Source: an optimization exercise on an open RTL-to-GDS flow (aim: small area, a short achievable clock period and few clock cycles per item). Production flows keep margins and buffers that such runs may drop. Only simulation tests tie the RTL to the original design; equivalence was not proved.

== rev 12 ==
Design cellstep, start of the top module:
module cellstep (
    input  wire        clk,
    input  wire        rst,
    input  wire        in_valid,
    output wire        in_ready,
    input  wire        rec_valid,
    input  wire        rec_pend,
    input  wire        rec_out,
    input  wire        hold,
    input  wire [31:0] dcur,
    input  wire [31:0] dstep,
    input  wire [31:0] gcur,
    input  wire [31:0] gstep,
    input  wire [15:0] nrem,
    input  wire [15:0] plen,
    input  wire [31:0] td,
    input  wire [31:0] tg,
    input  wire [31:0] x_m1,      
    input  wire [31:0] x_0,       
    input  wire [31:0] x_p1,      
    input  wire [31:0] x_p2,      
    output wire        out_valid,
    input  wire        out_ready,
    output wire        o_valid,
    output wire        o_pend,
    output wire [31:0] o_dcur,
    output wire [31:0] o_dstep,
    output wire [31:0] o_gcur,
    output wire [31:0] o_gstep,
    output wire [15:0] o_nrem,
    output wire [47:0] contrib
);
    localparam [15:0] OUT_RAMP = 16'd480;
    reg  v0, v1, v2, vo;
    reg  pd0, pd1, pd2;
    wire div_idle, div_done;
    reg  st0;                        
    wire ok0    = ~pd0 | st0 | div_idle;
    wire ok2    = ~pd2 | div_done;
    wire ld_out = ~vo | out_ready;
    wire mv2    = v2 & ok2 & ld_out;
    wire ld2    = ~v2 | mv2;
    wire mv1    = v1 & ld2;
    wire ld1    = ~v1 | mv1;
    wire mv0    = v0 & ok0 & ld1;
    wire ld0    = ~v0 | mv0;
    wire div_start = v0 & pd0 & ~st0 & div_idle;
    wire rdy_a = ~v0 | (ok0 & (~v1 | ~v2 | (ok2 & ~vo)));
    wire rdy_b = v0 & ok0 & v1 & v2 & ok2 & vo;
    assign in_ready  = rdy_a | (rdy_b & out_ready);
    assign out_valid = vo;
    wire [15:0] in_n  = rec_out ? OUT_RAMP : plen;
    wire [17:0] in_n3 = {2'b00, in_n} + {1'b0, in_n, 1'b0};
    wire [32:0] in_dd1 = {1'b0, td} - {1'b0, dcur};
    wire [31:0] in_dd2 = dcur - td;
    wire        in_dneg = in_dd1[32];
    wire [31:0] in_dabs = in_dneg ? in_dd2 : in_dd1[31:0];
    wire [32:0] in_gd1 = {tg[31], tg} - {gcur[31], gcur};
    wire [32:0] in_gd2 = {gcur[31], gcur} - {tg[31], tg};
    wire        in_gneg = in_gd1[32];
    wire [31:0] in_gabs = in_gneg ? in_gd2[31:0] : in_gd1[31:0];
    wire        in_n12 = (in_n[15:12] != 4'd0);
    wire        in_n8  = (in_n[15:8] != 8'd0);
  ...
Size in the first run: about 14,000 cells after synthesis, ~1,300 flip-flops, about 130,000 um2 of cells after synthesis.
==> flow/config.mk <==
export PLATFORM = sky130hd
export DESIGN_NAME = cellstep
export DESIGN_NICKNAME = cellstep
export VERILOG_FILES = /design/flow/design.v
export SDC_FILE = /design/flow/constraint.sdc
export NUM_CORES = 4
export LEC_CHECK = 0
export ABC_CLOCK_PERIOD_IN_PS = 4000
export CAP_MARGIN = 20
export CORE_MARGIN = 2
export CORE_UTILIZATION = 40
export SETUP_SLACK_MARGIN = 5
export SLEW_MARGIN = 20
export SYNTH_MEMORY_MAX_BITS = 32768
==> flow/constraint.sdc <==
create_clock -name core_clock -period 12.0 [get_ports {clk}]
set_input_delay 2.4000 -clock core_clock [delete_from_list [all_inputs] [get_ports {clk}]]
set_output_delay 2.4000 -clock core_clock [all_outputs]
set_load 0.01 [all_outputs]
run.sh (not shown) runs the stock make flow with config.mk's settings and CLKGATE_MAP_FILE= SYNTH_SCRIPT=/design/flow/synth_recipe.tcl, a recipe that flattens the netlist after the stock synthesis.
In summary, rev 12 completed successfully, with a layout that passed the timing, design-rule and antenna checks.
Testbench counts of rev 12, summed over its fixed seeds: cycles 6,030, items 4,800.
Modified inputs, rev 13 compared to rev 12
diff --git a/flow/design.v b/flow/design.v
--- a/flow/design.v
+++ b/flow/design.v
@@ -279,13 +279,16 @@
     input  wire [2:0]  c,         
     input  wire [15:0] n,
     input  wire [17:0] n3,        
     output wire        idle,
     output reg         done,
     output wire [31:0] qd,
-    output wire [31:0] qg
+    output wire [31:0] qg,
+    output wire [15:0] remd,      
+    output wire [15:0] remg,
+    output wire [15:0] nout
 );
     reg        busy;
     reg [2:0]  cnt;
     reg [31:0] ad, ag;
     reg [15:0] rd, rg;
     reg [15:0] nr;
@@ -329,12 +332,15 @@
             n3r <= n3;
         end
     end
     assign idle = ~busy & ~done;
     assign qd = ad;
     assign qg = ag;
+    assign remd = rd;
+    assign remg = rg;
+    assign nout = nr;
 endmodule
 module cellstep_div_steps (
     input  wire [31:0] a,
     input  wire [15:0] r,
     input  wire [15:0] n,
     input  wire [17:0] n3,
@@ -413,19 +419,17 @@
     wire rdy_b = v0 & ok0 & v1 & v2 & ok2 & vo;
     assign in_ready  = rdy_a | (rdy_b & out_ready);
     assign out_valid = vo;
     wire [15:0] in_n  = rec_out ? OUT_RAMP : plen;
     wire [17:0] in_n3 = {2'b00, in_n} + {1'b0, in_n, 1'b0};
     wire [32:0] in_dd1 = {1'b0, td} - {1'b0, dcur};
-    wire [31:0] in_dd2 = dcur - td;
     wire        in_dneg = in_dd1[32];
-    wire [31:0] in_dabs = in_dneg ? in_dd2 : in_dd1[31:0];
+    wire [31:0] in_dabs = in_dd1[31:0] ^ {32{in_dneg}};
     wire [32:0] in_gd1 = {tg[31], tg} - {gcur[31], gcur};
-    wire [32:0] in_gd2 = {gcur[31], gcur} - {tg[31], tg};
     wire        in_gneg = in_gd1[32];
-    wire [31:0] in_gabs = in_gneg ? in_gd2[31:0] : in_gd1[31:0];
+    wire [31:0] in_gabs = in_gd1[31:0] ^ {32{in_gneg}};
     wire        in_n12 = (in_n[15:12] != 4'd0);
     wire        in_n8  = (in_n[15:8] != 8'd0);
     wire [2:0]  in_c   = in_n12 ? 3'd5 : in_n8 ? 3'd6 : 3'd7;
     wire [31:0] in_da  = in_n12 ? {in_dabs[19:0], 12'd0} : in_n8 ? {in_dabs[23:0], 8'd0} : {in_dabs[27:0], 4'd0};
     wire [31:0] in_ga  = in_n12 ? {in_gabs[19:0], 12'd0} : in_n8 ? {in_gabs[23:0], 8'd0} : {in_gabs[27:0], 4'd0};
     wire [11:0] in_dr  = in_n12 ? in_dabs[31:20] : in_n8 ? {4'd0, in_dabs[31:24]} : {8'd0, in_dabs[31:28]};
@@ -4416,22 +4420,34 @@
             onrem2  <= onrem1;
             t2a2    <= t2a;
             t2b2    <= t2b;
         end
     end
     wire [31:0] qd, qg;
+    wire [15:0] rem_d, rem_g, div_n;
     cellstep_div u_div (
         .clk(clk), .rst(rst),
         .start(div_start), .consume(mv2 & pd2),
         .adiv(dabs0), .gdiv(gabs0), .rdiv(dr0), .rgdiv(gr0), .c(c0),
         .n(n0), .n3(n3_0),
-        .idle(div_idle), .done(div_done), .qd(qd), .qg(qg));
+        .idle(div_idle), .done(div_done), .qd(qd), .qg(qg),
+        .remd(rem_d), .remg(rem_g), .nout(div_n));
     wire [63:0] prod2 = t2a2 + t2b2;
-    wire [31:0] qds   = dneg2 ? 32'd0 - qd : qd;
-    wire [31:0] ds2   = pd2 ? (zd2 ? 32'd0 : qds) : dstep2;
-    wire [31:0] gs2   = pd2 ? (gneg2 ? 32'd0 - qg : qg) : gstep2;
+    wire        dfix  = dneg2 & (rem_d == div_n - 16'd1);
+    wire        gfix  = gneg2 & (rem_g == div_n - 16'd1);
+    wire [31:0] dqx   = qd ^ {32{dneg2}};
+    wire [31:0] gqx   = qg ^ {32{gneg2}};
+    wire        dci   = dneg2 & ~dfix;
+    wire        gci   = gneg2 & ~gfix;
+    wire        dadd  = step2 & ~zd2;
+    wire [31:0] ds2   = pd2 ? (zd2 ? 32'd0 : dqx + {31'd0, dci}) : dstep2;
+    wire [31:0] gs2   = pd2 ? gqx + {31'd0, gci} : gstep2;
+    wire [31:0] dadn  = pd2 ? ({32{dadd}} & dqx) : ({32{step2}} & dstep2);
+    wire [31:0] gadn  = pd2 ? ({32{step2}} & gqx) : ({32{step2}} & gstep2);
+    wire        dcin  = pd2 & dadd & dci;
+    wire        gcin  = pd2 & step2 & gci;
     reg        r_valid, r_pend;
     reg [31:0] r_dcur, r_dstep, r_gcur, r_gstep;
     reg [15:0] r_nrem;
     reg [47:0] r_contrib;
     always @(posedge clk) begin
         if (rst)
@@ -4440,14 +4456,14 @@
             vo <= mv2;
         if (ld_out) begin
             r_valid   <= ovalid2;
             r_pend    <= opend2;
             r_dstep   <= ds2;
             r_gstep   <= gs2;
-            r_dcur    <= dcur2 + (step2 ? ds2 : 32'd0);
-            r_gcur    <= gcur2 + (step2 ? gs2 : 32'd0);
+            r_dcur    <= dcur2 + dadn + {31'd0, dcin};
+            r_gcur    <= gcur2 + gadn + {31'd0, gcin};
             r_nrem    <= onrem2;
             r_contrib <= {{12{prod2[63]}}, prod2[63:28]};
         end
     end
     assign o_valid = r_valid;
     assign o_pend  = r_pend;
Results
Compared with rev 12, rev 13 shows non-clock buffer count lower by 61.
Overall routing resource usage was lower in the run labelled rev 13.
Going from rev 12 to rev 13, highest clock rate +2.4%; first-pass GRT wire length -4.0%; share of the clock period used by the worst path after layout -1.4 points.
Comparing rev 12 and rev 13, number of distinct library cell variants in the gate-level netlist after synthesis is higher on rev 13.
Rev 13 vs rev 12 — routing usage on met1 dropped 1.2 points.
Cell depth of the worst setup path for rev 13: 12 down relative to rev 12
Testbench counts of rev 13, summed over its fixed seeds: cycles 6,030, items 4,800.

## separate check: timing with driven ports
Ports are ideal in the flow. The routed layouts listed here were re-timed in OpenROAD. Step 1: set_driving_cell puts a clkbuf_16 on clk and a buf_2 on each other input, an assumption about the parent block. Step 2, shift: input delay + t, output delay - t, t = (earliest + latest rising clock arrival at the registers) / 2. This alone moves slack from input paths to output paths. a / b / c = no drivers / after step 1 / after step 2; a / b = the first two.
run	t, ns	slack for setup (ns)	worst register clock-pin slew, ns	pins driven straight from the clock port
rev 12	0.951	4.685 / 4.685 / 4.111	0.09 / 0.09	1
rev 13	0.944	4.855 / 4.890 / 3.946	0.10 / 0.10	1
After both steps setup and hold are still met in every run listed. For rev 13, which loses most, drivers alone change the setup slack by +0.035 ns; drivers and shift together by -0.909 ns.
